Source: an optimization exercise on an open RTL-to-GDS flow (aim: small area, a short achievable clock period and few clock cycles). Production flows keep margins and buffers that such runs may drop. The RTL was checked by simulation tests, not by an equivalence proof against the original design. Power and IR drop assume default switching activity.

==> design/flow/design.v <==
module regr_solve (
    input  wire                clk,
    input  wire                rst,
    input  wire                start,
    input  wire [16:0]         n_in,
    input  wire [39:0]         sx_in,
    input  wire signed [47:0]  sy_in,
    input  wire [63:0]         sxx_in,
    input  wire signed [71:0]  sxy_in,
    output wire                ready,
    output wire                done,
    output wire                degen,
    output wire signed [81:0]  delta,
    output wire signed [89:0]  bnum,
    output wire signed [105:0] b
);
    reg [16:0] r_n;
    reg [39:0] r_sx;
    reg [47:0] r_sy;
    reg [63:0] r_sxx;
    reg [71:0] r_sxy;
    reg [81:0] s_d;         
    reg [82:0] c_d;         
    reg [89:0] s_b, c_b;    
    reg [3:0]  m_i;         
    reg [7:0]  m_k;         
    reg        m_neg, m_degen;
    reg        m_run, m_res, m_prep, m_full;
    wire [39:0] in_or  = sx_in | {23'd0, n_in};
    wire [4:0]  in_ge  = {|in_or[39:33], |in_or[39:25], |in_or[39:17], |in_or[39:9], 1'b1};
    wire [3:0]  in_top = in_ge[4] ? 4'd10 : in_ge[3] ? 4'd8 : in_ge[2] ? 4'd6 : in_ge[1] ? 4'd4 : 4'd2;
    function [2:0] bdec;    
        input [2:0] tr;
        input       flip;
        begin
            bdec[0] = tr[0] ^ tr[1];
            bdec[1] = (tr == 3'b011) | (tr == 3'b100);
            bdec[2] = flip ? (~tr[2] & (tr[1] | tr[0])) : (tr[2] & ~(tr[1] & tr[0]));
        end
    endfunction
    function [11:0] bdec4;
        input [4:0] wn, ws;
        begin
            bdec4 = {bdec(wn[4:2], 1'b0), bdec(wn[2:0], 1'b0),
                     bdec(ws[4:2], 1'b1), bdec(ws[2:0], 1'b1)};
        end
    endfunction
    reg  [11:0] m_dg;
    wire [44:0] sx_ext = {4'd0, r_sx, 1'b0};
    wire [20:0] n_ext  = {3'd0, r_n, 1'b0};
    wire [3:0]  nx_i   = m_i - 4'd1;
    wire [4:0]  nx_ws  = sx_ext[{nx_i, 2'b00} +: 5];
    wire [4:0]  nx_wn  = (nx_i <= 4'd4) ? n_ext[{nx_i[2:0], 2'b00} +: 5] : 5'd0;
    wire [11:0] nx_dg  = bdec4(nx_wn, nx_ws);
    wire [1:0]  in_ws  = in_ge[4] ? {1'b0, sx_in[39]} : in_ge[3] ? sx_in[32:31] : in_ge[2] ? sx_in[24:23] :
                         in_ge[1] ? sx_in[16:15] : sx_in[8:7];
    wire [1:0]  in_wn  = in_ge[4] | in_ge[3] | in_ge[2] ? 2'b00 : in_ge[1] ? n_in[16:15] : n_in[8:7];
    wire [11:0] in_dg  = {3'b000, 1'b0, in_wn[1] & in_wn[0], in_wn[1] ^ in_wn[0],
                          3'b000, in_ws[1] | in_ws[0], in_ws[1] & in_ws[0], in_ws[1] ^ in_ws[0]};
    wire [2:0] dn1 = m_dg[11:9];
    wire [2:0] dn0 = m_dg[8:6];
    wire [2:0] ds1 = m_dg[5:3];
    wire [2:0] ds0 = m_dg[2:0];
    wire [81:0] sxx_e = {18'd0, r_sxx};
    wire [81:0] sx_e  = {42'd0, r_sx};
    wire [89:0] sxy_e = {{18{r_sxy[71]}}, r_sxy};
    wire [89:0] sy_e  = {{42{r_sy[47]}}, r_sy};
    function [81:0] pp82;
        input [81:0] x;
        input [2:0]  dg;
        begin
            pp82 = ((dg[0] ? x : 82'd0) | (dg[1] ? {x[80:0], 1'b0} : 82'd0)) ^ {82{dg[2]}};
        end
    endfunction
    function [89:0] pp90;
        input [89:0] x;
        input [2:0]  dg;
        begin
            pp90 = ((dg[0] ? x : 90'd0) | (dg[1] ? {x[88:0], 1'b0} : 90'd0)) ^ {90{dg[2]}};
        end
    endfunction
    wire [81:0] pd_a1 = pp82(sxx_e, dn1), pd_a0 = pp82(sxx_e, dn0);
    wire [81:0] pd_b1 = pp82(sx_e,  ds1), pd_b0 = pp82(sx_e,  ds0);
    wire [89:0] pb_a1 = pp90(sxy_e, dn1), pb_a0 = pp90(sxy_e, dn0);
    wire [89:0] pb_b1 = pp90(sy_e,  ds1), pb_b0 = pp90(sy_e,  ds0);
    function [163:0] csa82;    
        input [81:0] x, y, z;
        begin
            csa82 = {(x[80:0] & y[80:0]) | (x[80:0] & z[80:0]) | (y[80:0] & z[80:0]), 1'b0, x ^ y ^ z};
        end
    endfunction
    function [179:0] csa90;
        input [89:0] x, y, z;
        begin
            csa90 = {(x[88:0] & y[88:0]) | (x[88:0] & z[88:0]) | (y[88:0] & z[88:0]), 1'b0, x ^ y ^ z};
        end
    endfunction
    wire [81:0]  d_x  = {s_d[77:0], 1'b0, dn1[2], 1'b0, dn0[2]};
    wire [81:0]  d_y  = {c_d[77:0], 1'b0, ds1[2], 1'b0, ds0[2]};
    wire [163:0] d_1a = csa82(d_x, d_y, {pd_a1[79:0], 2'b00});
    wire [163:0] d_1b = csa82({pd_b1[79:0], 2'b00}, pd_a0, pd_b0);
    wire [163:0] d_2  = csa82(d_1a[81:0], d_1a[163:82], d_1b[81:0]);
    wire [163:0] d_3  = csa82(d_2[81:0], d_2[163:82], d_1b[163:82]);
    wire [89:0]  b_x  = {s_b[85:0], 1'b0, dn1[2], 1'b0, dn0[2]};
    wire [89:0]  b_y  = {c_b[85:0], 1'b0, ds1[2], 1'b0, ds0[2]};
    wire [179:0] b_1a = csa90(b_x, b_y, {pb_a1[87:0], 2'b00});
    wire [179:0] b_1b = csa90({pb_b1[87:0], 2'b00}, pb_a0, pb_b0);
    wire [179:0] b_2  = csa90(b_1a[89:0], b_1a[179:90], b_1b[89:0]);
    wire [179:0] b_3  = csa90(b_2[89:0], b_2[179:90], b_1b[179:90]);
    wire [88:0] b_chg = s_b[88:0] ^ s_b[89:1];
    wire [127:0] lb_x = {39'd0, b_chg};
    wire [63:0] lb_v1;
    wire [63:0] lb_p1;
    assign lb_v1[0] = lb_x[1] | lb_x[0];
    assign lb_p1[0] = lb_x[1];
    assign lb_v1[1] = lb_x[3] | lb_x[2];
    assign lb_p1[1] = lb_x[3];
    assign lb_v1[2] = lb_x[5] | lb_x[4];
    assign lb_p1[2] = lb_x[5];
    assign lb_v1[3] = lb_x[7] | lb_x[6];
    assign lb_p1[3] = lb_x[7];
    assign lb_v1[4] = lb_x[9] | lb_x[8];
    assign lb_p1[4] = lb_x[9];
    assign lb_v1[5] = lb_x[11] | lb_x[10];
    assign lb_p1[5] = lb_x[11];
    assign lb_v1[6] = lb_x[13] | lb_x[12];
    assign lb_p1[6] = lb_x[13];
    assign lb_v1[7] = lb_x[15] | lb_x[14];
    assign lb_p1[7] = lb_x[15];
    assign lb_v1[8] = lb_x[17] | lb_x[16];
    assign lb_p1[8] = lb_x[17];
    assign lb_v1[9] = lb_x[19] | lb_x[18];
    assign lb_p1[9] = lb_x[19];
    assign lb_v1[10] = lb_x[21] | lb_x[20];
    assign lb_p1[10] = lb_x[21];
    assign lb_v1[11] = lb_x[23] | lb_x[22];
    assign lb_p1[11] = lb_x[23];
    assign lb_v1[12] = lb_x[25] | lb_x[24];
    assign lb_p1[12] = lb_x[25];
    assign lb_v1[13] = lb_x[27] | lb_x[26];
    assign lb_p1[13] = lb_x[27];
    assign lb_v1[14] = lb_x[29] | lb_x[28];
    assign lb_p1[14] = lb_x[29];
    assign lb_v1[15] = lb_x[31] | lb_x[30];
    assign lb_p1[15] = lb_x[31];
    assign lb_v1[16] = lb_x[33] | lb_x[32];
    assign lb_p1[16] = lb_x[33];
    assign lb_v1[17] = lb_x[35] | lb_x[34];
    assign lb_p1[17] = lb_x[35];
    assign lb_v1[18] = lb_x[37] | lb_x[36];
    assign lb_p1[18] = lb_x[37];
    assign lb_v1[19] = lb_x[39] | lb_x[38];
    assign lb_p1[19] = lb_x[39];
    assign lb_v1[20] = lb_x[41] | lb_x[40];
    assign lb_p1[20] = lb_x[41];
    assign lb_v1[21] = lb_x[43] | lb_x[42];
    assign lb_p1[21] = lb_x[43];
    assign lb_v1[22] = lb_x[45] | lb_x[44];
    assign lb_p1[22] = lb_x[45];
    assign lb_v1[23] = lb_x[47] | lb_x[46];
    assign lb_p1[23] = lb_x[47];
    assign lb_v1[24] = lb_x[49] | lb_x[48];
    assign lb_p1[24] = lb_x[49];
    assign lb_v1[25] = lb_x[51] | lb_x[50];
    assign lb_p1[25] = lb_x[51];
    assign lb_v1[26] = lb_x[53] | lb_x[52];
    assign lb_p1[26] = lb_x[53];
    assign lb_v1[27] = lb_x[55] | lb_x[54];
    assign lb_p1[27] = lb_x[55];
    assign lb_v1[28] = lb_x[57] | lb_x[56];
    assign lb_p1[28] = lb_x[57];
    assign lb_v1[29] = lb_x[59] | lb_x[58];
    assign lb_p1[29] = lb_x[59];
    assign lb_v1[30] = lb_x[61] | lb_x[60];
    assign lb_p1[30] = lb_x[61];
    assign lb_v1[31] = lb_x[63] | lb_x[62];
    assign lb_p1[31] = lb_x[63];
    assign lb_v1[32] = lb_x[65] | lb_x[64];
    assign lb_p1[32] = lb_x[65];
    assign lb_v1[33] = lb_x[67] | lb_x[66];
    assign lb_p1[33] = lb_x[67];
    assign lb_v1[34] = lb_x[69] | lb_x[68];
    assign lb_p1[34] = lb_x[69];
    assign lb_v1[35] = lb_x[71] | lb_x[70];
    assign lb_p1[35] = lb_x[71];
    assign lb_v1[36] = lb_x[73] | lb_x[72];
    assign lb_p1[36] = lb_x[73];
    assign lb_v1[37] = lb_x[75] | lb_x[74];
    assign lb_p1[37] = lb_x[75];
    assign lb_v1[38] = lb_x[77] | lb_x[76];
    assign lb_p1[38] = lb_x[77];
    assign lb_v1[39] = lb_x[79] | lb_x[78];
    assign lb_p1[39] = lb_x[79];
    assign lb_v1[40] = lb_x[81] | lb_x[80];
    assign lb_p1[40] = lb_x[81];
    assign lb_v1[41] = lb_x[83] | lb_x[82];
    assign lb_p1[41] = lb_x[83];
    assign lb_v1[42] = lb_x[85] | lb_x[84];
    assign lb_p1[42] = lb_x[85];
    assign lb_v1[43] = lb_x[87] | lb_x[86];
    assign lb_p1[43] = lb_x[87];
    assign lb_v1[44] = lb_x[89] | lb_x[88];
    assign lb_p1[44] = lb_x[89];
    assign lb_v1[45] = lb_x[91] | lb_x[90];
    assign lb_p1[45] = lb_x[91];
    assign lb_v1[46] = lb_x[93] | lb_x[92];
    assign lb_p1[46] = lb_x[93];
    assign lb_v1[47] = lb_x[95] | lb_x[94];
    assign lb_p1[47] = lb_x[95];
    assign lb_v1[48] = lb_x[97] | lb_x[96];
    assign lb_p1[48] = lb_x[97];
    assign lb_v1[49] = lb_x[99] | lb_x[98];
    assign lb_p1[49] = lb_x[99];
    assign lb_v1[50] = lb_x[101] | lb_x[100];
    assign lb_p1[50] = lb_x[101];
    assign lb_v1[51] = lb_x[103] | lb_x[102];
    assign lb_p1[51] = lb_x[103];
    assign lb_v1[52] = lb_x[105] | lb_x[104];
    assign lb_p1[52] = lb_x[105];
    assign lb_v1[53] = lb_x[107] | lb_x[106];
    assign lb_p1[53] = lb_x[107];
    assign lb_v1[54] = lb_x[109] | lb_x[108];
    assign lb_p1[54] = lb_x[109];
    assign lb_v1[55] = lb_x[111] | lb_x[110];
    assign lb_p1[55] = lb_x[111];
    assign lb_v1[56] = lb_x[113] | lb_x[112];
    assign lb_p1[56] = lb_x[113];
    assign lb_v1[57] = lb_x[115] | lb_x[114];
    assign lb_p1[57] = lb_x[115];
    assign lb_v1[58] = lb_x[117] | lb_x[116];
    assign lb_p1[58] = lb_x[117];
    assign lb_v1[59] = lb_x[119] | lb_x[118];
    assign lb_p1[59] = lb_x[119];
    assign lb_v1[60] = lb_x[121] | lb_x[120];
    assign lb_p1[60] = lb_x[121];
    assign lb_v1[61] = lb_x[123] | lb_x[122];
    assign lb_p1[61] = lb_x[123];
    assign lb_v1[62] = lb_x[125] | lb_x[124];
    assign lb_p1[62] = lb_x[125];
    assign lb_v1[63] = lb_x[127] | lb_x[126];
    assign lb_p1[63] = lb_x[127];
    wire [31:0] lb_v2;
    wire [63:0] lb_p2;
    assign lb_v2[0] = lb_v1[1] | lb_v1[0];
    assign lb_p2[1:0] = lb_v1[1] ? {1'b1, lb_p1[1:1]} : {1'b0, lb_p1[0:0]};
    assign lb_v2[1] = lb_v1[3] | lb_v1[2];
    assign lb_p2[3:2] = lb_v1[3] ? {1'b1, lb_p1[3:3]} : {1'b0, lb_p1[2:2]};
    assign lb_v2[2] = lb_v1[5] | lb_v1[4];
    assign lb_p2[5:4] = lb_v1[5] ? {1'b1, lb_p1[5:5]} : {1'b0, lb_p1[4:4]};
    assign lb_v2[3] = lb_v1[7] | lb_v1[6];
    assign lb_p2[7:6] = lb_v1[7] ? {1'b1, lb_p1[7:7]} : {1'b0, lb_p1[6:6]};
    assign lb_v2[4] = lb_v1[9] | lb_v1[8];
    assign lb_p2[9:8] = lb_v1[9] ? {1'b1, lb_p1[9:9]} : {1'b0, lb_p1[8:8]};
    assign lb_v2[5] = lb_v1[11] | lb_v1[10];
    assign lb_p2[11:10] = lb_v1[11] ? {1'b1, lb_p1[11:11]} : {1'b0, lb_p1[10:10]};
    assign lb_v2[6] = lb_v1[13] | lb_v1[12];
    assign lb_p2[13:12] = lb_v1[13] ? {1'b1, lb_p1[13:13]} : {1'b0, lb_p1[12:12]};
    assign lb_v2[7] = lb_v1[15] | lb_v1[14];
    assign lb_p2[15:14] = lb_v1[15] ? {1'b1, lb_p1[15:15]} : {1'b0, lb_p1[14:14]};
    assign lb_v2[8] = lb_v1[17] | lb_v1[16];
    assign lb_p2[17:16] = lb_v1[17] ? {1'b1, lb_p1[17:17]} : {1'b0, lb_p1[16:16]};
    assign lb_v2[9] = lb_v1[19] | lb_v1[18];
    assign lb_p2[19:18] = lb_v1[19] ? {1'b1, lb_p1[19:19]} : {1'b0, lb_p1[18:18]};
    assign lb_v2[10] = lb_v1[21] | lb_v1[20];
    assign lb_p2[21:20] = lb_v1[21] ? {1'b1, lb_p1[21:21]} : {1'b0, lb_p1[20:20]};
    assign lb_v2[11] = lb_v1[23] | lb_v1[22];
    assign lb_p2[23:22] = lb_v1[23] ? {1'b1, lb_p1[23:23]} : {1'b0, lb_p1[22:22]};
    assign lb_v2[12] = lb_v1[25] | lb_v1[24];
    assign lb_p2[25:24] = lb_v1[25] ? {1'b1, lb_p1[25:25]} : {1'b0, lb_p1[24:24]};
    assign lb_v2[13] = lb_v1[27] | lb_v1[26];
    assign lb_p2[27:26] = lb_v1[27] ? {1'b1, lb_p1[27:27]} : {1'b0, lb_p1[26:26]};
    assign lb_v2[14] = lb_v1[29] | lb_v1[28];
    assign lb_p2[29:28] = lb_v1[29] ? {1'b1, lb_p1[29:29]} : {1'b0, lb_p1[28:28]};
    assign lb_v2[15] = lb_v1[31] | lb_v1[30];
    assign lb_p2[31:30] = lb_v1[31] ? {1'b1, lb_p1[31:31]} : {1'b0, lb_p1[30:30]};
    assign lb_v2[16] = lb_v1[33] | lb_v1[32];
    assign lb_p2[33:32] = lb_v1[33] ? {1'b1, lb_p1[33:33]} : {1'b0, lb_p1[32:32]};
    assign lb_v2[17] = lb_v1[35] | lb_v1[34];
    assign lb_p2[35:34] = lb_v1[35] ? {1'b1, lb_p1[35:35]} : {1'b0, lb_p1[34:34]};
    assign lb_v2[18] = lb_v1[37] | lb_v1[36];
    assign lb_p2[37:36] = lb_v1[37] ? {1'b1, lb_p1[37:37]} : {1'b0, lb_p1[36:36]};
    assign lb_v2[19] = lb_v1[39] | lb_v1[38];
    assign lb_p2[39:38] = lb_v1[39] ? {1'b1, lb_p1[39:39]} : {1'b0, lb_p1[38:38]};
    assign lb_v2[20] = lb_v1[41] | lb_v1[40];
    assign lb_p2[41:40] = lb_v1[41] ? {1'b1, lb_p1[41:41]} : {1'b0, lb_p1[40:40]};
    assign lb_v2[21] = lb_v1[43] | lb_v1[42];
    assign lb_p2[43:42] = lb_v1[43] ? {1'b1, lb_p1[43:43]} : {1'b0, lb_p1[42:42]};
    assign lb_v2[22] = lb_v1[45] | lb_v1[44];
    assign lb_p2[45:44] = lb_v1[45] ? {1'b1, lb_p1[45:45]} : {1'b0, lb_p1[44:44]};
    assign lb_v2[23] = lb_v1[47] | lb_v1[46];
    assign lb_p2[47:46] = lb_v1[47] ? {1'b1, lb_p1[47:47]} : {1'b0, lb_p1[46:46]};
    assign lb_v2[24] = lb_v1[49] | lb_v1[48];
    assign lb_p2[49:48] = lb_v1[49] ? {1'b1, lb_p1[49:49]} : {1'b0, lb_p1[48:48]};
    assign lb_v2[25] = lb_v1[51] | lb_v1[50];
    assign lb_p2[51:50] = lb_v1[51] ? {1'b1, lb_p1[51:51]} : {1'b0, lb_p1[50:50]};
    assign lb_v2[26] = lb_v1[53] | lb_v1[52];
    assign lb_p2[53:52] = lb_v1[53] ? {1'b1, lb_p1[53:53]} : {1'b0, lb_p1[52:52]};
    assign lb_v2[27] = lb_v1[55] | lb_v1[54];
    assign lb_p2[55:54] = lb_v1[55] ? {1'b1, lb_p1[55:55]} : {1'b0, lb_p1[54:54]};
    assign lb_v2[28] = lb_v1[57] | lb_v1[56];
    assign lb_p2[57:56] = lb_v1[57] ? {1'b1, lb_p1[57:57]} : {1'b0, lb_p1[56:56]};
    assign lb_v2[29] = lb_v1[59] | lb_v1[58];
    assign lb_p2[59:58] = lb_v1[59] ? {1'b1, lb_p1[59:59]} : {1'b0, lb_p1[58:58]};
    assign lb_v2[30] = lb_v1[61] | lb_v1[60];
    assign lb_p2[61:60] = lb_v1[61] ? {1'b1, lb_p1[61:61]} : {1'b0, lb_p1[60:60]};
    assign lb_v2[31] = lb_v1[63] | lb_v1[62];
    assign lb_p2[63:62] = lb_v1[63] ? {1'b1, lb_p1[63:63]} : {1'b0, lb_p1[62:62]};
    wire [15:0] lb_v3;
    wire [47:0] lb_p3;
    assign lb_v3[0] = lb_v2[1] | lb_v2[0];
    assign lb_p3[2:0] = lb_v2[1] ? {1'b1, lb_p2[3:2]} : {1'b0, lb_p2[1:0]};
    assign lb_v3[1] = lb_v2[3] | lb_v2[2];
    assign lb_p3[5:3] = lb_v2[3] ? {1'b1, lb_p2[7:6]} : {1'b0, lb_p2[5:4]};
    assign lb_v3[2] = lb_v2[5] | lb_v2[4];
    assign lb_p3[8:6] = lb_v2[5] ? {1'b1, lb_p2[11:10]} : {1'b0, lb_p2[9:8]};
    assign lb_v3[3] = lb_v2[7] | lb_v2[6];
    assign lb_p3[11:9] = lb_v2[7] ? {1'b1, lb_p2[15:14]} : {1'b0, lb_p2[13:12]};
    assign lb_v3[4] = lb_v2[9] | lb_v2[8];
    assign lb_p3[14:12] = lb_v2[9] ? {1'b1, lb_p2[19:18]} : {1'b0, lb_p2[17:16]};
    assign lb_v3[5] = lb_v2[11] | lb_v2[10];
    assign lb_p3[17:15] = lb_v2[11] ? {1'b1, lb_p2[23:22]} : {1'b0, lb_p2[21:20]};
    assign lb_v3[6] = lb_v2[13] | lb_v2[12];
    assign lb_p3[20:18] = lb_v2[13] ? {1'b1, lb_p2[27:26]} : {1'b0, lb_p2[25:24]};
    assign lb_v3[7] = lb_v2[15] | lb_v2[14];
    assign lb_p3[23:21] = lb_v2[15] ? {1'b1, lb_p2[31:30]} : {1'b0, lb_p2[29:28]};
    assign lb_v3[8] = lb_v2[17] | lb_v2[16];
    assign lb_p3[26:24] = lb_v2[17] ? {1'b1, lb_p2[35:34]} : {1'b0, lb_p2[33:32]};
    assign lb_v3[9] = lb_v2[19] | lb_v2[18];
    assign lb_p3[29:27] = lb_v2[19] ? {1'b1, lb_p2[39:38]} : {1'b0, lb_p2[37:36]};
    assign lb_v3[10] = lb_v2[21] | lb_v2[20];
    assign lb_p3[32:30] = lb_v2[21] ? {1'b1, lb_p2[43:42]} : {1'b0, lb_p2[41:40]};
    assign lb_v3[11] = lb_v2[23] | lb_v2[22];
    assign lb_p3[35:33] = lb_v2[23] ? {1'b1, lb_p2[47:46]} : {1'b0, lb_p2[45:44]};
    assign lb_v3[12] = lb_v2[25] | lb_v2[24];
    assign lb_p3[38:36] = lb_v2[25] ? {1'b1, lb_p2[51:50]} : {1'b0, lb_p2[49:48]};
    assign lb_v3[13] = lb_v2[27] | lb_v2[26];
    assign lb_p3[41:39] = lb_v2[27] ? {1'b1, lb_p2[55:54]} : {1'b0, lb_p2[53:52]};
    assign lb_v3[14] = lb_v2[29] | lb_v2[28];
    assign lb_p3[44:42] = lb_v2[29] ? {1'b1, lb_p2[59:58]} : {1'b0, lb_p2[57:56]};
    assign lb_v3[15] = lb_v2[31] | lb_v2[30];
    assign lb_p3[47:45] = lb_v2[31] ? {1'b1, lb_p2[63:62]} : {1'b0, lb_p2[61:60]};
    wire [7:0] lb_v4;
    wire [31:0] lb_p4;
    assign lb_v4[0] = lb_v3[1] | lb_v3[0];
    assign lb_p4[3:0] = lb_v3[1] ? {1'b1, lb_p3[5:3]} : {1'b0, lb_p3[2:0]};
    assign lb_v4[1] = lb_v3[3] | lb_v3[2];
    assign lb_p4[7:4] = lb_v3[3] ? {1'b1, lb_p3[11:9]} : {1'b0, lb_p3[8:6]};
    assign lb_v4[2] = lb_v3[5] | lb_v3[4];
    assign lb_p4[11:8] = lb_v3[5] ? {1'b1, lb_p3[17:15]} : {1'b0, lb_p3[14:12]};
    assign lb_v4[3] = lb_v3[7] | lb_v3[6];
    assign lb_p4[15:12] = lb_v3[7] ? {1'b1, lb_p3[23:21]} : {1'b0, lb_p3[20:18]};
    assign lb_v4[4] = lb_v3[9] | lb_v3[8];
    assign lb_p4[19:16] = lb_v3[9] ? {1'b1, lb_p3[29:27]} : {1'b0, lb_p3[26:24]};
    assign lb_v4[5] = lb_v3[11] | lb_v3[10];
    assign lb_p4[23:20] = lb_v3[11] ? {1'b1, lb_p3[35:33]} : {1'b0, lb_p3[32:30]};
    assign lb_v4[6] = lb_v3[13] | lb_v3[12];
    assign lb_p4[27:24] = lb_v3[13] ? {1'b1, lb_p3[41:39]} : {1'b0, lb_p3[38:36]};
    assign lb_v4[7] = lb_v3[15] | lb_v3[14];
    assign lb_p4[31:28] = lb_v3[15] ? {1'b1, lb_p3[47:45]} : {1'b0, lb_p3[44:42]};
    wire [3:0] lb_v5;
    wire [19:0] lb_p5;
    assign lb_v5[0] = lb_v4[1] | lb_v4[0];
    assign lb_p5[4:0] = lb_v4[1] ? {1'b1, lb_p4[7:4]} : {1'b0, lb_p4[3:0]};
    assign lb_v5[1] = lb_v4[3] | lb_v4[2];
    assign lb_p5[9:5] = lb_v4[3] ? {1'b1, lb_p4[15:12]} : {1'b0, lb_p4[11:8]};
    assign lb_v5[2] = lb_v4[5] | lb_v4[4];
    assign lb_p5[14:10] = lb_v4[5] ? {1'b1, lb_p4[23:20]} : {1'b0, lb_p4[19:16]};
    assign lb_v5[3] = lb_v4[7] | lb_v4[6];
    assign lb_p5[19:15] = lb_v4[7] ? {1'b1, lb_p4[31:28]} : {1'b0, lb_p4[27:24]};
    wire [1:0] lb_v6;
    wire [11:0] lb_p6;
    assign lb_v6[0] = lb_v5[1] | lb_v5[0];
    assign lb_p6[5:0] = lb_v5[1] ? {1'b1, lb_p5[9:5]} : {1'b0, lb_p5[4:0]};
    assign lb_v6[1] = lb_v5[3] | lb_v5[2];
    assign lb_p6[11:6] = lb_v5[3] ? {1'b1, lb_p5[19:15]} : {1'b0, lb_p5[14:10]};
    wire [0:0] lb_v7;
    wire [6:0] lb_p7;
    assign lb_v7[0] = lb_v6[1] | lb_v6[0];
    assign lb_p7[6:0] = lb_v6[1] ? {1'b1, lb_p6[11:6]} : {1'b0, lb_p6[5:0]};
    wire lb_v = lb_v7[0];
    wire [6:0] lb_p = lb_p7;
    wire [127:0] ld_x = {47'd0, s_d[80:0]};
    wire [63:0] ld_v1;
    wire [63:0] ld_p1;
    assign ld_v1[0] = ld_x[1] | ld_x[0];
    assign ld_p1[0] = ld_x[1];
    assign ld_v1[1] = ld_x[3] | ld_x[2];
    assign ld_p1[1] = ld_x[3];
    assign ld_v1[2] = ld_x[5] | ld_x[4];
    assign ld_p1[2] = ld_x[5];
    assign ld_v1[3] = ld_x[7] | ld_x[6];
    assign ld_p1[3] = ld_x[7];
    assign ld_v1[4] = ld_x[9] | ld_x[8];
    assign ld_p1[4] = ld_x[9];
    assign ld_v1[5] = ld_x[11] | ld_x[10];
    assign ld_p1[5] = ld_x[11];
    assign ld_v1[6] = ld_x[13] | ld_x[12];
    assign ld_p1[6] = ld_x[13];
    assign ld_v1[7] = ld_x[15] | ld_x[14];
    assign ld_p1[7] = ld_x[15];
    assign ld_v1[8] = ld_x[17] | ld_x[16];
    assign ld_p1[8] = ld_x[17];
    assign ld_v1[9] = ld_x[19] | ld_x[18];
    assign ld_p1[9] = ld_x[19];
    assign ld_v1[10] = ld_x[21] | ld_x[20];
    assign ld_p1[10] = ld_x[21];
    assign ld_v1[11] = ld_x[23] | ld_x[22];
    assign ld_p1[11] = ld_x[23];
    assign ld_v1[12] = ld_x[25] | ld_x[24];
    assign ld_p1[12] = ld_x[25];
    assign ld_v1[13] = ld_x[27] | ld_x[26];
    assign ld_p1[13] = ld_x[27];
    assign ld_v1[14] = ld_x[29] | ld_x[28];
    assign ld_p1[14] = ld_x[29];
    assign ld_v1[15] = ld_x[31] | ld_x[30];
    assign ld_p1[15] = ld_x[31];
    assign ld_v1[16] = ld_x[33] | ld_x[32];
    assign ld_p1[16] = ld_x[33];
    assign ld_v1[17] = ld_x[35] | ld_x[34];
    assign ld_p1[17] = ld_x[35];
    assign ld_v1[18] = ld_x[37] | ld_x[36];
    assign ld_p1[18] = ld_x[37];
    assign ld_v1[19] = ld_x[39] | ld_x[38];
    assign ld_p1[19] = ld_x[39];
    assign ld_v1[20] = ld_x[41] | ld_x[40];
    assign ld_p1[20] = ld_x[41];
    assign ld_v1[21] = ld_x[43] | ld_x[42];
    assign ld_p1[21] = ld_x[43];
    assign ld_v1[22] = ld_x[45] | ld_x[44];
    assign ld_p1[22] = ld_x[45];
    assign ld_v1[23] = ld_x[47] | ld_x[46];
    assign ld_p1[23] = ld_x[47];
    assign ld_v1[24] = ld_x[49] | ld_x[48];
    assign ld_p1[24] = ld_x[49];
    assign ld_v1[25] = ld_x[51] | ld_x[50];
    assign ld_p1[25] = ld_x[51];
    assign ld_v1[26] = ld_x[53] | ld_x[52];
    assign ld_p1[26] = ld_x[53];
    assign ld_v1[27] = ld_x[55] | ld_x[54];
    assign ld_p1[27] = ld_x[55];
    assign ld_v1[28] = ld_x[57] | ld_x[56];
    assign ld_p1[28] = ld_x[57];
    assign ld_v1[29] = ld_x[59] | ld_x[58];
    assign ld_p1[29] = ld_x[59];
    assign ld_v1[30] = ld_x[61] | ld_x[60];
    assign ld_p1[30] = ld_x[61];
    assign ld_v1[31] = ld_x[63] | ld_x[62];
    assign ld_p1[31] = ld_x[63];
    assign ld_v1[32] = ld_x[65] | ld_x[64];
    assign ld_p1[32] = ld_x[65];
    assign ld_v1[33] = ld_x[67] | ld_x[66];
    assign ld_p1[33] = ld_x[67];
    assign ld_v1[34] = ld_x[69] | ld_x[68];
    assign ld_p1[34] = ld_x[69];
    assign ld_v1[35] = ld_x[71] | ld_x[70];
    assign ld_p1[35] = ld_x[71];
    assign ld_v1[36] = ld_x[73] | ld_x[72];
    assign ld_p1[36] = ld_x[73];
    assign ld_v1[37] = ld_x[75] | ld_x[74];
    assign ld_p1[37] = ld_x[75];
    assign ld_v1[38] = ld_x[77] | ld_x[76];
    assign ld_p1[38] = ld_x[77];
    assign ld_v1[39] = ld_x[79] | ld_x[78];
    assign ld_p1[39] = ld_x[79];
    assign ld_v1[40] = ld_x[81] | ld_x[80];
    assign ld_p1[40] = ld_x[81];
    assign ld_v1[41] = ld_x[83] | ld_x[82];
    assign ld_p1[41] = ld_x[83];
    assign ld_v1[42] = ld_x[85] | ld_x[84];
    assign ld_p1[42] = ld_x[85];
    assign ld_v1[43] = ld_x[87] | ld_x[86];
    assign ld_p1[43] = ld_x[87];
    assign ld_v1[44] = ld_x[89] | ld_x[88];
    assign ld_p1[44] = ld_x[89];
    assign ld_v1[45] = ld_x[91] | ld_x[90];
    assign ld_p1[45] = ld_x[91];
    assign ld_v1[46] = ld_x[93] | ld_x[92];
    assign ld_p1[46] = ld_x[93];
    assign ld_v1[47] = ld_x[95] | ld_x[94];
    assign ld_p1[47] = ld_x[95];
    assign ld_v1[48] = ld_x[97] | ld_x[96];
    assign ld_p1[48] = ld_x[97];
    assign ld_v1[49] = ld_x[99] | ld_x[98];
    assign ld_p1[49] = ld_x[99];
    assign ld_v1[50] = ld_x[101] | ld_x[100];
    assign ld_p1[50] = ld_x[101];
    assign ld_v1[51] = ld_x[103] | ld_x[102];
    assign ld_p1[51] = ld_x[103];
    assign ld_v1[52] = ld_x[105] | ld_x[104];
    assign ld_p1[52] = ld_x[105];
    assign ld_v1[53] = ld_x[107] | ld_x[106];
    assign ld_p1[53] = ld_x[107];
    assign ld_v1[54] = ld_x[109] | ld_x[108];
    assign ld_p1[54] = ld_x[109];
    assign ld_v1[55] = ld_x[111] | ld_x[110];
    assign ld_p1[55] = ld_x[111];
    assign ld_v1[56] = ld_x[113] | ld_x[112];
    assign ld_p1[56] = ld_x[113];
    assign ld_v1[57] = ld_x[115] | ld_x[114];
    assign ld_p1[57] = ld_x[115];
    assign ld_v1[58] = ld_x[117] | ld_x[116];
    assign ld_p1[58] = ld_x[117];
    assign ld_v1[59] = ld_x[119] | ld_x[118];
    assign ld_p1[59] = ld_x[119];
    assign ld_v1[60] = ld_x[121] | ld_x[120];
    assign ld_p1[60] = ld_x[121];
    assign ld_v1[61] = ld_x[123] | ld_x[122];
    assign ld_p1[61] = ld_x[123];
    assign ld_v1[62] = ld_x[125] | ld_x[124];
    assign ld_p1[62] = ld_x[125];
    assign ld_v1[63] = ld_x[127] | ld_x[126];
    assign ld_p1[63] = ld_x[127];
    wire [31:0] ld_v2;
    wire [63:0] ld_p2;
    assign ld_v2[0] = ld_v1[1] | ld_v1[0];
    assign ld_p2[1:0] = ld_v1[1] ? {1'b1, ld_p1[1:1]} : {1'b0, ld_p1[0:0]};
    assign ld_v2[1] = ld_v1[3] | ld_v1[2];
    assign ld_p2[3:2] = ld_v1[3] ? {1'b1, ld_p1[3:3]} : {1'b0, ld_p1[2:2]};
    assign ld_v2[2] = ld_v1[5] | ld_v1[4];
    assign ld_p2[5:4] = ld_v1[5] ? {1'b1, ld_p1[5:5]} : {1'b0, ld_p1[4:4]};
    assign ld_v2[3] = ld_v1[7] | ld_v1[6];
    assign ld_p2[7:6] = ld_v1[7] ? {1'b1, ld_p1[7:7]} : {1'b0, ld_p1[6:6]};
    assign ld_v2[4] = ld_v1[9] | ld_v1[8];
    assign ld_p2[9:8] = ld_v1[9] ? {1'b1, ld_p1[9:9]} : {1'b0, ld_p1[8:8]};
    assign ld_v2[5] = ld_v1[11] | ld_v1[10];
    assign ld_p2[11:10] = ld_v1[11] ? {1'b1, ld_p1[11:11]} : {1'b0, ld_p1[10:10]};
    assign ld_v2[6] = ld_v1[13] | ld_v1[12];
    assign ld_p2[13:12] = ld_v1[13] ? {1'b1, ld_p1[13:13]} : {1'b0, ld_p1[12:12]};
    assign ld_v2[7] = ld_v1[15] | ld_v1[14];
    assign ld_p2[15:14] = ld_v1[15] ? {1'b1, ld_p1[15:15]} : {1'b0, ld_p1[14:14]};
    assign ld_v2[8] = ld_v1[17] | ld_v1[16];
    assign ld_p2[17:16] = ld_v1[17] ? {1'b1, ld_p1[17:17]} : {1'b0, ld_p1[16:16]};
    assign ld_v2[9] = ld_v1[19] | ld_v1[18];
    assign ld_p2[19:18] = ld_v1[19] ? {1'b1, ld_p1[19:19]} : {1'b0, ld_p1[18:18]};
    assign ld_v2[10] = ld_v1[21] | ld_v1[20];
    assign ld_p2[21:20] = ld_v1[21] ? {1'b1, ld_p1[21:21]} : {1'b0, ld_p1[20:20]};
    assign ld_v2[11] = ld_v1[23] | ld_v1[22];
    assign ld_p2[23:22] = ld_v1[23] ? {1'b1, ld_p1[23:23]} : {1'b0, ld_p1[22:22]};
    assign ld_v2[12] = ld_v1[25] | ld_v1[24];
    assign ld_p2[25:24] = ld_v1[25] ? {1'b1, ld_p1[25:25]} : {1'b0, ld_p1[24:24]};
    assign ld_v2[13] = ld_v1[27] | ld_v1[26];
    assign ld_p2[27:26] = ld_v1[27] ? {1'b1, ld_p1[27:27]} : {1'b0, ld_p1[26:26]};
    assign ld_v2[14] = ld_v1[29] | ld_v1[28];
    assign ld_p2[29:28] = ld_v1[29] ? {1'b1, ld_p1[29:29]} : {1'b0, ld_p1[28:28]};
    assign ld_v2[15] = ld_v1[31] | ld_v1[30];
    assign ld_p2[31:30] = ld_v1[31] ? {1'b1, ld_p1[31:31]} : {1'b0, ld_p1[30:30]};
    assign ld_v2[16] = ld_v1[33] | ld_v1[32];
    assign ld_p2[33:32] = ld_v1[33] ? {1'b1, ld_p1[33:33]} : {1'b0, ld_p1[32:32]};
    assign ld_v2[17] = ld_v1[35] | ld_v1[34];
    assign ld_p2[35:34] = ld_v1[35] ? {1'b1, ld_p1[35:35]} : {1'b0, ld_p1[34:34]};
    assign ld_v2[18] = ld_v1[37] | ld_v1[36];
    assign ld_p2[37:36] = ld_v1[37] ? {1'b1, ld_p1[37:37]} : {1'b0, ld_p1[36:36]};
    assign ld_v2[19] = ld_v1[39] | ld_v1[38];
    assign ld_p2[39:38] = ld_v1[39] ? {1'b1, ld_p1[39:39]} : {1'b0, ld_p1[38:38]};
    assign ld_v2[20] = ld_v1[41] | ld_v1[40];
    assign ld_p2[41:40] = ld_v1[41] ? {1'b1, ld_p1[41:41]} : {1'b0, ld_p1[40:40]};
    assign ld_v2[21] = ld_v1[43] | ld_v1[42];
    assign ld_p2[43:42] = ld_v1[43] ? {1'b1, ld_p1[43:43]} : {1'b0, ld_p1[42:42]};
    assign ld_v2[22] = ld_v1[45] | ld_v1[44];
    assign ld_p2[45:44] = ld_v1[45] ? {1'b1, ld_p1[45:45]} : {1'b0, ld_p1[44:44]};
    assign ld_v2[23] = ld_v1[47] | ld_v1[46];
    assign ld_p2[47:46] = ld_v1[47] ? {1'b1, ld_p1[47:47]} : {1'b0, ld_p1[46:46]};
    assign ld_v2[24] = ld_v1[49] | ld_v1[48];
    assign ld_p2[49:48] = ld_v1[49] ? {1'b1, ld_p1[49:49]} : {1'b0, ld_p1[48:48]};
    assign ld_v2[25] = ld_v1[51] | ld_v1[50];
    assign ld_p2[51:50] = ld_v1[51] ? {1'b1, ld_p1[51:51]} : {1'b0, ld_p1[50:50]};
    assign ld_v2[26] = ld_v1[53] | ld_v1[52];
    assign ld_p2[53:52] = ld_v1[53] ? {1'b1, ld_p1[53:53]} : {1'b0, ld_p1[52:52]};
    assign ld_v2[27] = ld_v1[55] | ld_v1[54];
    assign ld_p2[55:54] = ld_v1[55] ? {1'b1, ld_p1[55:55]} : {1'b0, ld_p1[54:54]};
    assign ld_v2[28] = ld_v1[57] | ld_v1[56];
    assign ld_p2[57:56] = ld_v1[57] ? {1'b1, ld_p1[57:57]} : {1'b0, ld_p1[56:56]};
    assign ld_v2[29] = ld_v1[59] | ld_v1[58];
    assign ld_p2[59:58] = ld_v1[59] ? {1'b1, ld_p1[59:59]} : {1'b0, ld_p1[58:58]};
    assign ld_v2[30] = ld_v1[61] | ld_v1[60];
    assign ld_p2[61:60] = ld_v1[61] ? {1'b1, ld_p1[61:61]} : {1'b0, ld_p1[60:60]};
    assign ld_v2[31] = ld_v1[63] | ld_v1[62];
    assign ld_p2[63:62] = ld_v1[63] ? {1'b1, ld_p1[63:63]} : {1'b0, ld_p1[62:62]};
    wire [15:0] ld_v3;
    wire [47:0] ld_p3;
    assign ld_v3[0] = ld_v2[1] | ld_v2[0];
    assign ld_p3[2:0] = ld_v2[1] ? {1'b1, ld_p2[3:2]} : {1'b0, ld_p2[1:0]};
    assign ld_v3[1] = ld_v2[3] | ld_v2[2];
    assign ld_p3[5:3] = ld_v2[3] ? {1'b1, ld_p2[7:6]} : {1'b0, ld_p2[5:4]};
    assign ld_v3[2] = ld_v2[5] | ld_v2[4];
    assign ld_p3[8:6] = ld_v2[5] ? {1'b1, ld_p2[11:10]} : {1'b0, ld_p2[9:8]};
    assign ld_v3[3] = ld_v2[7] | ld_v2[6];
    assign ld_p3[11:9] = ld_v2[7] ? {1'b1, ld_p2[15:14]} : {1'b0, ld_p2[13:12]};
    assign ld_v3[4] = ld_v2[9] | ld_v2[8];
    assign ld_p3[14:12] = ld_v2[9] ? {1'b1, ld_p2[19:18]} : {1'b0, ld_p2[17:16]};
    assign ld_v3[5] = ld_v2[11] | ld_v2[10];
    assign ld_p3[17:15] = ld_v2[11] ? {1'b1, ld_p2[23:22]} : {1'b0, ld_p2[21:20]};
    assign ld_v3[6] = ld_v2[13] | ld_v2[12];
    assign ld_p3[20:18] = ld_v2[13] ? {1'b1, ld_p2[27:26]} : {1'b0, ld_p2[25:24]};
    assign ld_v3[7] = ld_v2[15] | ld_v2[14];
    assign ld_p3[23:21] = ld_v2[15] ? {1'b1, ld_p2[31:30]} : {1'b0, ld_p2[29:28]};
    assign ld_v3[8] = ld_v2[17] | ld_v2[16];
    assign ld_p3[26:24] = ld_v2[17] ? {1'b1, ld_p2[35:34]} : {1'b0, ld_p2[33:32]};
    assign ld_v3[9] = ld_v2[19] | ld_v2[18];
    assign ld_p3[29:27] = ld_v2[19] ? {1'b1, ld_p2[39:38]} : {1'b0, ld_p2[37:36]};
    assign ld_v3[10] = ld_v2[21] | ld_v2[20];
    assign ld_p3[32:30] = ld_v2[21] ? {1'b1, ld_p2[43:42]} : {1'b0, ld_p2[41:40]};
    assign ld_v3[11] = ld_v2[23] | ld_v2[22];
    assign ld_p3[35:33] = ld_v2[23] ? {1'b1, ld_p2[47:46]} : {1'b0, ld_p2[45:44]};
    assign ld_v3[12] = ld_v2[25] | ld_v2[24];
    assign ld_p3[38:36] = ld_v2[25] ? {1'b1, ld_p2[51:50]} : {1'b0, ld_p2[49:48]};
    assign ld_v3[13] = ld_v2[27] | ld_v2[26];
    assign ld_p3[41:39] = ld_v2[27] ? {1'b1, ld_p2[55:54]} : {1'b0, ld_p2[53:52]};
    assign ld_v3[14] = ld_v2[29] | ld_v2[28];
    assign ld_p3[44:42] = ld_v2[29] ? {1'b1, ld_p2[59:58]} : {1'b0, ld_p2[57:56]};
    assign ld_v3[15] = ld_v2[31] | ld_v2[30];
    assign ld_p3[47:45] = ld_v2[31] ? {1'b1, ld_p2[63:62]} : {1'b0, ld_p2[61:60]};
    wire [7:0] ld_v4;
    wire [31:0] ld_p4;
    assign ld_v4[0] = ld_v3[1] | ld_v3[0];
    assign ld_p4[3:0] = ld_v3[1] ? {1'b1, ld_p3[5:3]} : {1'b0, ld_p3[2:0]};
    assign ld_v4[1] = ld_v3[3] | ld_v3[2];
    assign ld_p4[7:4] = ld_v3[3] ? {1'b1, ld_p3[11:9]} : {1'b0, ld_p3[8:6]};
    assign ld_v4[2] = ld_v3[5] | ld_v3[4];
    assign ld_p4[11:8] = ld_v3[5] ? {1'b1, ld_p3[17:15]} : {1'b0, ld_p3[14:12]};
    assign ld_v4[3] = ld_v3[7] | ld_v3[6];
    assign ld_p4[15:12] = ld_v3[7] ? {1'b1, ld_p3[23:21]} : {1'b0, ld_p3[20:18]};
    assign ld_v4[4] = ld_v3[9] | ld_v3[8];
    assign ld_p4[19:16] = ld_v3[9] ? {1'b1, ld_p3[29:27]} : {1'b0, ld_p3[26:24]};
    assign ld_v4[5] = ld_v3[11] | ld_v3[10];
    assign ld_p4[23:20] = ld_v3[11] ? {1'b1, ld_p3[35:33]} : {1'b0, ld_p3[32:30]};
    assign ld_v4[6] = ld_v3[13] | ld_v3[12];
    assign ld_p4[27:24] = ld_v3[13] ? {1'b1, ld_p3[41:39]} : {1'b0, ld_p3[38:36]};
    assign ld_v4[7] = ld_v3[15] | ld_v3[14];
    assign ld_p4[31:28] = ld_v3[15] ? {1'b1, ld_p3[47:45]} : {1'b0, ld_p3[44:42]};
    wire [3:0] ld_v5;
    wire [19:0] ld_p5;
    assign ld_v5[0] = ld_v4[1] | ld_v4[0];
    assign ld_p5[4:0] = ld_v4[1] ? {1'b1, ld_p4[7:4]} : {1'b0, ld_p4[3:0]};
    assign ld_v5[1] = ld_v4[3] | ld_v4[2];
    assign ld_p5[9:5] = ld_v4[3] ? {1'b1, ld_p4[15:12]} : {1'b0, ld_p4[11:8]};
    assign ld_v5[2] = ld_v4[5] | ld_v4[4];
    assign ld_p5[14:10] = ld_v4[5] ? {1'b1, ld_p4[23:20]} : {1'b0, ld_p4[19:16]};
    assign ld_v5[3] = ld_v4[7] | ld_v4[6];
    assign ld_p5[19:15] = ld_v4[7] ? {1'b1, ld_p4[31:28]} : {1'b0, ld_p4[27:24]};
    wire [1:0] ld_v6;
    wire [11:0] ld_p6;
    assign ld_v6[0] = ld_v5[1] | ld_v5[0];
    assign ld_p6[5:0] = ld_v5[1] ? {1'b1, ld_p5[9:5]} : {1'b0, ld_p5[4:0]};
    assign ld_v6[1] = ld_v5[3] | ld_v5[2];
    assign ld_p6[11:6] = ld_v5[3] ? {1'b1, ld_p5[19:15]} : {1'b0, ld_p5[14:10]};
    wire [0:0] ld_v7;
    wire [6:0] ld_p7;
    assign ld_v7[0] = ld_v6[1] | ld_v6[0];
    assign ld_p7[6:0] = ld_v6[1] ? {1'b1, ld_p6[11:6]} : {1'b0, ld_p6[5:0]};
    wire ld_v = ld_v7[0];
    wire [6:0] ld_p = ld_p7;
    wire        p_neg = s_b[89];
    wire [82:0] p_dsum = {1'b0, s_d} + (m_res ? {1'b0, c_d[81:0]} : {s_d, 1'b0});
    wire [7:0]  p_k   = (lb_v ? 8'd89 - {1'b0, lb_p} : 8'd90) + {1'b0, ld_p} - {7'd0, p_neg};
    reg [81:0]  o_delta;
    reg [82:0]  o_d3;      
    reg [89:0]  o_bnum;
    reg [81:0]  rem;       
    reg [105:0] dq;        
    reg [5:0]   d_cnt;     
    reg         d_run, d_sign, o_neg, o_degen, o_done, o_ready;
    reg  [2:0]  d_pos;     
    wire [2:0]  x_f  = {m_k[2:1], 1'b0};
    wire [96:0] x_m  = {7'd0, c_b} << x_f;
    wire        x_12 = m_k >= 8'd96;
    wire        x_11 = ~x_12 & (m_k >= 8'd88);
    wire        x_10 = ~x_12 & ~x_11 & (m_k >= 8'd80);
    wire        x_9  = ~x_12 & ~x_11 & ~x_10 & (m_k >= 8'd72);
    wire        x_0  = m_k < 8'd72;
    wire [187:0] x_pair = (x_0  ? {75'd0, x_m, 16'd0} : 188'd0)
                        | (x_9  ? {3'd0, x_m, 88'd0}  : 188'd0)
                        | (x_10 ? {x_m[91:0], 96'd0}  : 188'd0)
                        | (x_11 ? {x_m[83:0], 104'd0} : 188'd0)
                        | (x_12 ? {x_m[75:0], 112'd0} : 188'd0);
    wire [5:0]  x_cnt = (x_12 ? 6'd5 : x_11 ? 6'd9 : x_10 ? 6'd13 : x_9 ? 6'd17 : 6'd53) - {4'd0, m_k[2:1]};
    wire [84:0] n_d   = {3'd0, o_delta};
    wire [84:0] n_d3  = {2'd0, o_d3};
    wire [84:0] n_a   = {{2{rem[81]}}, rem, dq[105]};
    wire [84:0] n_b   = {rem[81], rem, dq[105:104]};
    wire [84:0] n_w1  = n_a + (n_d ^ {85{d_pos[0]}}) + {84'd0, d_pos[0]};
    wire [84:0] n_vm  = n_b + (d_pos[1] ? ~n_d3 : n_d) + {84'd0, d_pos[1]};    
    wire [84:0] n_vp  = n_b + (d_pos[2] ? ~n_d : n_d3) + {84'd0, d_pos[2]};    
    wire        n_q1  = ~n_w1[84];
    wire [84:0] n_w2  = (n_vm & {85{n_q1}}) | (n_vp & {85{~n_q1}});
    wire        n_q2  = ~n_w2[84];
    wire d_free = ~d_run & ~d_sign;
    wire xfer   = m_full & d_free;
    wire acc_st = start & o_ready;
    wire m_last = m_run & (m_i == 4'd0);
    wire d_last = d_run & (d_cnt == 6'd1);
    wire m_run_n  = acc_st | (m_run & ~m_last);
    wire m_res_n  = m_last;
    wire m_prep_n = m_res;
    wire m_full_n = (m_full & ~xfer) | m_prep;
    wire d_run_n  = (xfer & ~m_degen) | (d_run & ~d_last);
    wire d_sign_n = d_last & o_neg;
    wire rdy_n    = ~m_run_n & ~m_res_n & ~m_prep_n & (~m_full_n | (~d_run_n & ~d_sign_n));
    always @(posedge clk) begin
        if (rst) begin
            m_run   <= 1'b0;
            m_res   <= 1'b0;
            m_prep  <= 1'b0;
            m_full  <= 1'b0;
            d_run   <= 1'b0;
            d_sign  <= 1'b0;
            o_done  <= 1'b0;
            o_ready <= 1'b1;
        end else begin
            m_run   <= m_run_n;
            m_res   <= m_res_n;
            m_prep  <= m_prep_n;
            m_full  <= m_full_n;
            d_run   <= d_run_n;
            d_sign  <= d_sign_n;
            o_ready <= rdy_n;
            o_done  <= (xfer & m_degen) | (d_last & ~o_neg) | d_sign;
        end
    end
    always @(posedge clk) begin
        if (o_ready) begin
            r_n   <= n_in;
            r_sx  <= sx_in;
            r_sy  <= sy_in;
            r_sxx <= sxx_in;
            r_sxy <= sxy_in;
            m_i   <= in_top;
            m_dg  <= in_dg;
            s_d   <= 82'd0;
            c_d   <= 83'd0;
            s_b   <= 90'd0;
            c_b   <= 90'd0;
        end else if (m_run) begin
            s_d   <= d_3[81:0];
            c_d   <= {1'b0, d_3[163:82]};
            s_b   <= b_3[89:0];
            c_b   <= b_3[179:90];
            m_i   <= nx_i;
            m_dg  <= nx_dg;
        end else if (m_res) begin
            s_d   <= p_dsum[81:0];
            s_b   <= s_b + c_b;
        end else if (m_prep) begin
            c_b     <= p_neg ? ~s_b + 90'd1 : s_b;
            c_d     <= p_dsum;
            m_neg   <= p_neg;
            m_degen <= s_d[81] | ~ld_v;
            m_k     <= p_k;
        end
        if (xfer) begin
            o_delta <= s_d;
            o_d3    <= c_d;
            o_bnum  <= s_b;
            o_neg   <= m_neg;
            o_degen <= m_degen;
            rem     <= x_pair[187:106];
            d_pos   <= 3'b111;
            dq      <= x_pair[105:0];
            d_cnt   <= x_cnt;
        end else if (d_run) begin
            rem   <= n_w2[81:0];
            d_pos <= ~n_w2[84:82];
            dq    <= {dq[103:0], n_q1, n_q2};
            d_cnt <= d_cnt - 6'd1;
        end else if (d_sign) begin
            dq <= ~dq + 106'd1;
        end
    end
    assign ready = o_ready;
    assign done  = o_done;
    assign degen = o_degen;
    assign delta = o_delta;
    assign bnum  = o_bnum;
    assign b     = dq;
endmodule
==> design/flow/flow/run.sh <==
#!/bin/bash
# The standard layout (standard.sh, unchanged synthesis and steps), with the
# ports buffered by buf_2 cells instead of the buffer that buffer_ports picks
# on its own. Each tool's output goes to the logs that standard.sh keeps;
# standard.sh's own output goes to standard.log.
set -e
export BUFFER_PORTS_ARGS="-buffer_cell sky130_fd_sc_hd__buf_2"
bash standard.sh > standard.log 2>&1
==> design/flow/standard.sh <==
#!/bin/bash
# synth_recipe.tcl (not shown) runs the flow's synth.tcl, then flattens the netlist and writes it again
# the make line also repeats each setting of config.mk as NAME=value (left out here)
make -C /OpenROAD-flow-scripts/flow DESIGN_CONFIG=/design/flow/config.mk WORK_HOME=/design/flow/orfs CLKGATE_MAP_FILE= SYNTH_SCRIPT=/design/flow/synth_recipe.tcl "${@:-finish}"
==> design/flow/config.mk <==
export PLATFORM = sky130hd
export DESIGN_NAME = regr_solve
export DESIGN_NICKNAME = regr_solve
export VERILOG_FILES = /design/flow/design.v
export SDC_FILE = /design/flow/constraint.sdc
export NUM_CORES = 4
export LEC_CHECK = 0
export CAP_MARGIN = 20
export CORE_MARGIN = 2
export CORE_UTILIZATION = 55
export SLEW_MARGIN = 20
==> design/flow/constraint.sdc <==
create_clock -name core_clock -period 20.0 [get_ports {clk}]
set_input_delay 4.0000 -clock core_clock [delete_from_list [all_inputs] [get_ports {clk}]]
set_output_delay 4.0000 -clock core_clock [all_outputs]
set_load 0.01 [all_outputs]
==> metrics.md, run 1 <==
| Metric | Value |
|---|---|
| GRT Total Usage | `0.4280` |
| Crit Path Class | `reg -> reg` |
| TritonCTS Buffers | `130` |
| RSZ-0062 raised after global routing | `false` |
| Site Rows | `157` |
| Final Cell Area | `0.1103 sq mm` |
| Worst-skew pair later-pin latency | `0.81 ns` |
| Overall Power | `~9.8 mW` |
| Die H | `433.8 um` |
| Drt wl/cell | `28.77 um` |
| Tightest Pin Transition | `1.361 ns` |
| DIE WIDTH | `433.8 um` |
| FMAX | `155.9 MHz` |
| DRT Pass-1 Iters | `8` |
| Initial core utilization | `0.5544` |
| Core area | `0.1833 sq mm` |
| Post-synth EDFFs | `between 700 and 800` |
| # Post-CTS Setup Buffers | `0` |
| Final worst slack | `~14 ns` |
| CTS Buffer Depth | `3` |
| Pins Over Slew Limit | `0` |
| Port Buf Inserts | `524` |
| Final wirelength | `411500 um` |
| Hold_buf cts | `0` |
| Placed cell areas | `0.1061 sq mm` |
| Reg2Reg Depth | `17` |
| WP data arrival | `~7.0 ns` |
| Worst endpoint required time | `20.56 ns` |
| Yosys warns | `1` |
| Vias per Instance | `6.635` |
| Post-synthesis net count | `between 10000 and 15000` |
| Fin Hold WS | `around 0.47 ns` |
| Largest area contributor in the netlist | `edfxtp_1` |
| Clock tree root buffer cell | `clkbuf_16` |
| Min-delay src | `c_d[81]` |
| CP Launch Type | `register` |
| Post-detail-place hpwl | `324000 um` |
| DR iter-0 viols | `13990` |
| Pwr dens | `88.54 mW/mm^2` |
| Pleak | `44.49 nW` |
| Share of flip-flops with an asynchronous set or reset | `0` |
| Dpl cells | `14070` |
| Worst Hold Class | `reg -> reg` |
| Top_reg_cell synth | `edfxtp_1` |
| Setup Skew | `0.03349 ns` |
| Vias in the first global route | `89050` |
| # IOs | `525` |
| Pre-CTS setup slack | `12.98 ns` |
| Worst hold endpoint | `o_d3[81]` |
| Remaining global-route overflow | `0` |
| Final Hold Vio Count | `0` |
| Mapped Area | `0.1016 sq mm` |
| Worst reg-to-reg setup slack | `13.58 ns` |
| FF+latch count, synth | `roughly 1100` |
| Status | `finished clean` |
| Initial antenna violation count | `21` |
| Fin crit period | `6.415 ns` |
| Synth cell types | `101` |
| Hold-critical path depth | `0` |
| Routed Antenna Nets | `0` |
| Largest net degree at the start of global routing | `roughly 180` |
| Tcrit/Tclk final | `0.3208` |
| Cell count after synthesis | `between 10000 and 15000` |
| CTS H-tree depth | `4` |
| Fin cells | `14310` |
| Share of layout cells above drive strength 1 | `0.09105` |
| DRC viols | `0` |
| Clock-pin slew on the worst setup and hold paths | `0.07 ns` |
| Synth-to-Final Area Change | `8.544%` |
| Global-route wire length before repair | `597400 um` |
| RePlAce Congestion | `1.067` |
| Nets | `13170` |
| Clock sink total | `1073` |
| DIE AREA | `0.1882 sq mm` |
| Reg2reg start | `d_pos[2]` |
| Vias | `94920` |
| Yosys top cell area share | `0.2098` |
| Crit path capture type | `register` |
| Worst slew margin | `0.09299` |
| CTS tree | `done` |
| Fin util | `0.6018` |
| Maximum vdd drop | `87.34 uV` |
| PostCTS Resize Cnt | `0` |
| Synth area leaders | `edfxtp_1 (21%), fa_1 (12%), dfxtp_1 (7.2%)` |
| Final Setup Violations | `0` |
| Critical path peak fanout | `39` |
| R2r endpoint | `dq[0]` |
| Max-Cap Viols | `0` |
| Register area share after synthesis | `0.2813` |
| Syn Area/Cell | `8.724 sq um` |
| Post-route setup TNS | `0 ns` |
-- synth_stat cells, types with 396 or more instances --
library cell and number:
a21oi_1 1089, nand2_1 1063, inv_1 1047, nor2_1 894, edfxtp_1 710, fa_1 634, xnor2_1 622, clkbuf_1 621
o21ai_0 572, ha_1 553, a22oi_1 497, xor2_1 396
-- power by group --
| part | internal, mW | total [mW] | switching [mW] |
|---|---|---|---|
| Sequential | 2.55 | 2.80 | 0.248 |
| Combinational | 1.72 | 4.57 | 2.85 |
| Clock | 1.35 | 2.40 | 1.05 |
-- kinds of logic (layout without fill, tap and decap cells) --
family          after synthesis  after routing  share of synthesized area
compound gates             3462           3462                     0.2181
simple gates               2905           2905                     0.1295
buf+inv                    1781           1972                    0.06603
fa+ha+maj                  1187           1187                     0.1930
flops                      1073           1073                     0.2813
xor+xnor                   1018           1018                    0.08774
mux                         222            222                    0.02431
other cells                   0              3                          0
-- cell type report --
cell class,instances,area (sq um)
diodes,3,7.507
clock buffers,162,3487
clock inverters,72,693.2
fillers,15820,72980
inverters,1051,3975
multi-input cells,8794,66530
flip-flops and latches,1073,28630
well taps,2464,3083
repair buffers,687,3896
-- critical path, stage by stage, from the launching register on --
cell      delay [ns]
dfxtp_1         0.36
inv_4           0.34
nor2_1          0.10
a21oi_1         0.17
fa_1            0.22
inv_1           0.06
fa_1            0.42
a211oi_1        0.78
o21ai_1         0.23
a31oi_1         0.52
nor3_1          0.21
o211ai_1        0.44
a31oi_1         0.27
a221oi_1        0.98
o21ai_1         0.41
a21oi_1         0.26
o22ai_1         0.13
a21o_1          0.18
-- placed cells by master, fill, tap and decap left out, types with 56 or more instances in the layout --
cell type and instances:
a211oi_1 175, a21o_1 243, a21oi_1 1087, a221oi_1 96
a22oi_1 497, a31oi_1 95, and3_1 61, buf_2 524
buf_4 158, clkbuf_16 133, dfxtp_1 350, edfxtp_1 710
fa_1 633, ha_1 553, inv_1 1039, mux2_2 58
mux2i_1 148, nand2_1 1060, nand3_1 152, nand4_1 154
nor2_1 889, nor2b_1 62, nor3_1 175, nor4_1 79
o21ai_0 572, o21bai_1 119, o22ai_1 73, or3_1 56
xnor2_1 619, xor2_1 395
-- flip-flops by register name (all words and copies together) (netlist names), 3 cells and up --
register,cells
s_d,82
r_sx,40
r_n,17
m_k,7
o_delta,82
m_dg,12
s_b,90
rem,82
dq,106
r_sxy,72
r_sxx,64
o_bnum,90
d_pos,3
d_cnt,6
r_sy,48
o_d3,83
c_b,90
c_d,83
m_i,4
-- how the worst max path moves through the flow --
| stage | from | to | slack (ns) | depth (start not counted) |
|---|---|---|---|---|
| after floorplan | o_ready | ready | 10.33 | 0 |
| after detailed placement | sx_in[35] | m_dg[0] | 12.98 | 12 |
| after global placement | sx_in[35] | m_dg[0] | 12.98 | 12 |
| after global routing | d_pos[2] | rem[68] | 13.34 | 17 |
| after CTS | sx_in[35] | m_dg[0] | 13.75 | 12 |
| final | d_pos[2] | dq[0] | 13.58 | 17 |
-- per-layer routing --
metal  vias up  global-route usage  wire, um
li1      41540                   -         -
met3       860              0.1433     58890
met5         -                   0       120
met4        12              0.2196     24900
met2      6532              0.5703    161500
met1     45980              0.6101    166200
Testbench counts, summed over its fixed seeds: cycles 18,823.
==> run 2, diff against run 1 <==
--- a/design/flow/design.v
+++ b/design/flow/design.v
@@ -53,9 +53,16 @@
     wire [4:0]  nx_wn  = (nx_i <= 4'd4) ? n_ext[{nx_i[2:0], 2'b00} +: 5] : 5'd0;
     wire [11:0] nx_dg  = bdec4(nx_wn, nx_ws);
-    wire [1:0]  in_ws  = in_ge[4] ? {1'b0, sx_in[39]} : in_ge[3] ? sx_in[32:31] : in_ge[2] ? sx_in[24:23] :
-                         in_ge[1] ? sx_in[16:15] : sx_in[8:7];
-    wire [1:0]  in_wn  = in_ge[4] | in_ge[3] | in_ge[2] ? 2'b00 : in_ge[1] ? n_in[16:15] : n_in[8:7];
-    wire [11:0] in_dg  = {3'b000, 1'b0, in_wn[1] & in_wn[0], in_wn[1] ^ in_wn[0],
-                          3'b000, in_ws[1] | in_ws[0], in_ws[1] & in_ws[0], in_ws[1] ^ in_ws[0]};
+    function [11:0] fdec;
+        input [1:0] wn, ws;
+        begin
+            fdec = {3'b000, 1'b0, wn[1] & wn[0], wn[1] ^ wn[0],
+                    3'b000, ws[1] | ws[0], ws[1] & ws[0], ws[1] ^ ws[0]};
+        end
+    endfunction
+    wire [11:0] in_dg = (in_ge[4]              ? fdec(2'b00, {1'b0, sx_in[39]}) : 12'd0)
+                      | (in_ge[3] & ~in_ge[4]  ? fdec(2'b00, sx_in[32:31])      : 12'd0)
+                      | (in_ge[2] & ~in_ge[3]  ? fdec(2'b00, sx_in[24:23])      : 12'd0)
+                      | (in_ge[1] & ~in_ge[2]  ? fdec(n_in[16:15], sx_in[16:15]) : 12'd0)
+                      | (~in_ge[1]             ? fdec(n_in[8:7], sx_in[8:7])    : 12'd0);
     wire [2:0] dn1 = m_dg[11:9];
     wire [2:0] dn0 = m_dg[8:6];
@@ -725,6 +732,4 @@
             r_sxx <= sxx_in;
             r_sxy <= sxy_in;
-            m_i   <= in_top;
-            m_dg  <= in_dg;
             s_d   <= 82'd0;
             c_d   <= 83'd0;
@@ -736,6 +741,4 @@
             s_b   <= b_3[89:0];
             c_b   <= b_3[179:90];
-            m_i   <= nx_i;
-            m_dg  <= nx_dg;
         end else if (m_res) begin
             s_d   <= p_dsum[81:0];
@@ -748,4 +751,9 @@
             m_k     <= p_k;
         end
+        m_i  <= o_ready ? in_top : nx_i;
+        m_dg <= o_ready ? in_dg : nx_dg;
+        rem   <= xfer ? x_pair[187:106] : n_w2[81:0];
+        d_pos <= xfer ? 3'b111 : ~n_w2[84:82];
+        d_cnt <= xfer ? x_cnt : d_cnt - 6'd1;
         if (xfer) begin
             o_delta <= s_d;
@@ -754,13 +762,7 @@
             o_neg   <= m_neg;
             o_degen <= m_degen;
-            rem     <= x_pair[187:106];
-            d_pos   <= 3'b111;
             dq      <= x_pair[105:0];
-            d_cnt   <= x_cnt;
         end else if (d_run) begin
-            rem   <= n_w2[81:0];
-            d_pos <= ~n_w2[84:82];
             dq    <= {dq[103:0], n_q1, n_q2};
-            d_cnt <= d_cnt - 6'd1;
         end else if (d_sign) begin
             dq <= ~dq + 106'd1;
==> run 2 against run 1 <==
Effect of this change: utilization about the same; register-to-register slack gained 0.11 ns; sequential share of layout area decreased by 0.48 points; setup slack improved by 0.11 ns; first-iteration DRC count shrank 7.4%; critical path type unchanged; hold slack got worse by 0.030 ns.
==> metrics.md, run 2 <==
| Metric | Value |
|---|---|
| Status | `finished clean` |
| Top_reg_cell synth | `edfxtp_1` |
| Worst-skew pair later-pin latency | `roughly 0.82 ns` |
| Hold-critical path depth | `0` |
| CTS Buffer Depth | `3` |
| DR iter-0 viols | `around 13000` |
| Global-route wire length before repair | `576700 um` |
| Crit path capture type | `register` |
| Vias in the first global route | `a little under 90000` |
| Syn Area/Cell | `8.665 sq um` |
| Largest area contributor in the netlist | `edfxtp_1` |
| Tightest Pin Transition | `1.325 ns` |
| Die H | `429.8 um` |
| Post-synthesis net count | `~13000` |
| Worst Hold Class | `reg -> reg` |
| CP Launch Type | `register` |
| Cell count after synthesis | `approximately 12000` |
| Port Buf Inserts | `524` |
| Share of flip-flops with an asynchronous set or reset | `0` |
| Site Rows | `156` |
| Post-detail-place hpwl | `308900 um` |
| RSZ-0062 raised after global routing | `false` |
| CTS H-tree depth | `4` |
| Vias | `between 90000 and 100k` |
| Post-synth EDFFs | `613` |
| Fin crit period | `between 6 and 7 ns` |
| # Post-CTS Setup Buffers | `0` |
| TritonCTS Buffers | `134` |
| Top cells by count, synth | `nand2_1 (1061), a21oi_1 (1051), inv_1 (1027), nor2_1 (890), xnor2_1 (648)` |
| Synth cell types | `95` |
| Clock tree root buffer cell | `clkbuf_16` |
| Largest Register | `dq` |
| Largest net degree at the start of global routing | `roughly 210` |
| WP data arrival | `between 6 and 7 ns` |
| Reg2Reg Depth | `18` |
| Top-count cell post-synth | `nand2_1` |
| FF+latch count, synth | `approximately 1100` |
| Final Setup Violations | `0` |
| Pins Over Slew Limit | `0` |
| Drt wl/cell | `27.96 um` |
| Worst endpoint required time | `20.64 ns` |
| Worst reg-to-reg setup slack | `13.70 ns` |
| # IOs | `525` |
| Largest register FFs | `106` |
| Crit Path Class | `reg -> reg` |
| Placed cell areas | `0.1039 sq mm` |
| Tcrit/Tclk final | `0.3152` |
| Clock power share | `0.181` |
| NetSw | `6.870 mW` |
run 2: cell types whose count changed after synthesis, sizes merged, moves of 24 or more:
cell | previous run | this run
edfxtp | 710 | 613
a21o | 243 | 207
dfxtp | 363 | 460
or3 | 59 | 35
a221oi | 96 | 145
nand3 | 152 | 112
a211oi | 175 | 105
a22oi | 497 | 472
a21oi | 1089 | 1051
xnor2 | 622 | 648
o21bai | 119 | 95
mux2i | 150 | 125
and3 | 61 | 166
o22ai | 73 | 126
run 2: cell families after synthesis:
family,synth area share
compound gates,0.2140
simple gates,0.1324
buf+inv,0.06620
fa+ha+maj,0.1975
flops,0.2769
mux,0.02113
xor+xnor,0.09186
run 2: worst paths after layout:
path              start  endpoint
setup / recovery  m_res   c_d[76]
hold / removal    m_neg     o_neg
setup reg to reg  m_res   c_d[76]
hold reg to reg   m_neg     o_neg
run 2: area by class of cell:
class,instances,area (sq um),area share
Sequential cell,1073,27670,0.2547
Antenna cell,8,20.02,0.0001843
Clock buffer,175,3816,0.03513
Multi-Input combinational cell,8681,65710,0.6049
Timing Repair Buffer,665,3719,0.03423
Inverter,1030,3894,0.03584
Clock inverter,75,837.1,0.007706
Tap cell,2370,2965,0.02730
run 2: layer usage:
metal,vias to the layer above,global-route usage,routed length (um)
met5,-,0,80
met4,8,0.2161,23940
met3,842,0.1181,50380
met2,5694,0.5727,158100
met1,44510,0.5879,161000
li1,40870,-,-
run 2: worst max-delay path: stages (launching register included):
cell and delay (ns):
dfxtp_4 0.50, buf_4 0.63, buf_4 0.69, nand2_1 0.12
and2_1 0.21, fa_1 0.40, nor2b_1 0.21, o31a_1 0.25
o21ai_0 0.20, o41a_1 0.42, o31a_1 0.37, o21ai_0 0.24
a21oi_1 0.20, o41ai_2 0.63, a21boi_0 0.29, o21a_1 0.26
o21ai_0 0.19, xnor2_1 0.17, o22ai_1 0.11
run 2: through the flow:
stage          hold WS (ns)    util  worst slack (ns)  total power [mW]  cells
2_1_floorplan        0.4003       -             10.37             9.080  11510
3_3_place_gp         0.4214  0.5757             13.88             11.42  13820
3_5_place_dp         0.4237  0.5757             13.81             11.50  13820
4_1_cts              0.4341  0.6015             13.77             14.12  14070
5_1_grt              0.4388  0.6016             13.29             15.26  14070
6_report             0.4371  0.6017             13.70             14.31  14080
run 2: power by group through the flow:
stage / Combinational, mW / Sequential [mW] / Clock, mW
finish: 8.63 / 3.09 / 2.59
CTS: 8.46 / 3.06 / 2.60
global placement: 8.31 / 3.11 / 0
detailed placement: 8.39 / 3.11 / 0
global route: 9.48 / 3.10 / 2.68
floorplan: 6.22 / 2.86 / 0
Testbench counts of run 2, summed over its fixed seeds: cycles 18,823.

-- afterwards: timing with drivers on the ports --
The results above use ideal ports. As a check the final layouts listed here were re-extracted and re-timed, cells and wires unchanged.
Step 1 sets driving cells, clkbuf_16 on the clock port and buf_2 on the other inputs (assumed; they add their load-dependent delay and slew).
Step 2 also shifts input and output timing later by t, the mid clock arrival at the registers, as if the neighbouring blocks saw the same clock.
Three values: ideal, step 1, step 2; two values: the first two.
run	t (ns)	setup slack, ns
run 1	0.891	13.585 / 13.585 / 12.848
run 2	0.906	13.696 / 13.696 / 13.696
After both steps every run listed still meets setup and hold.
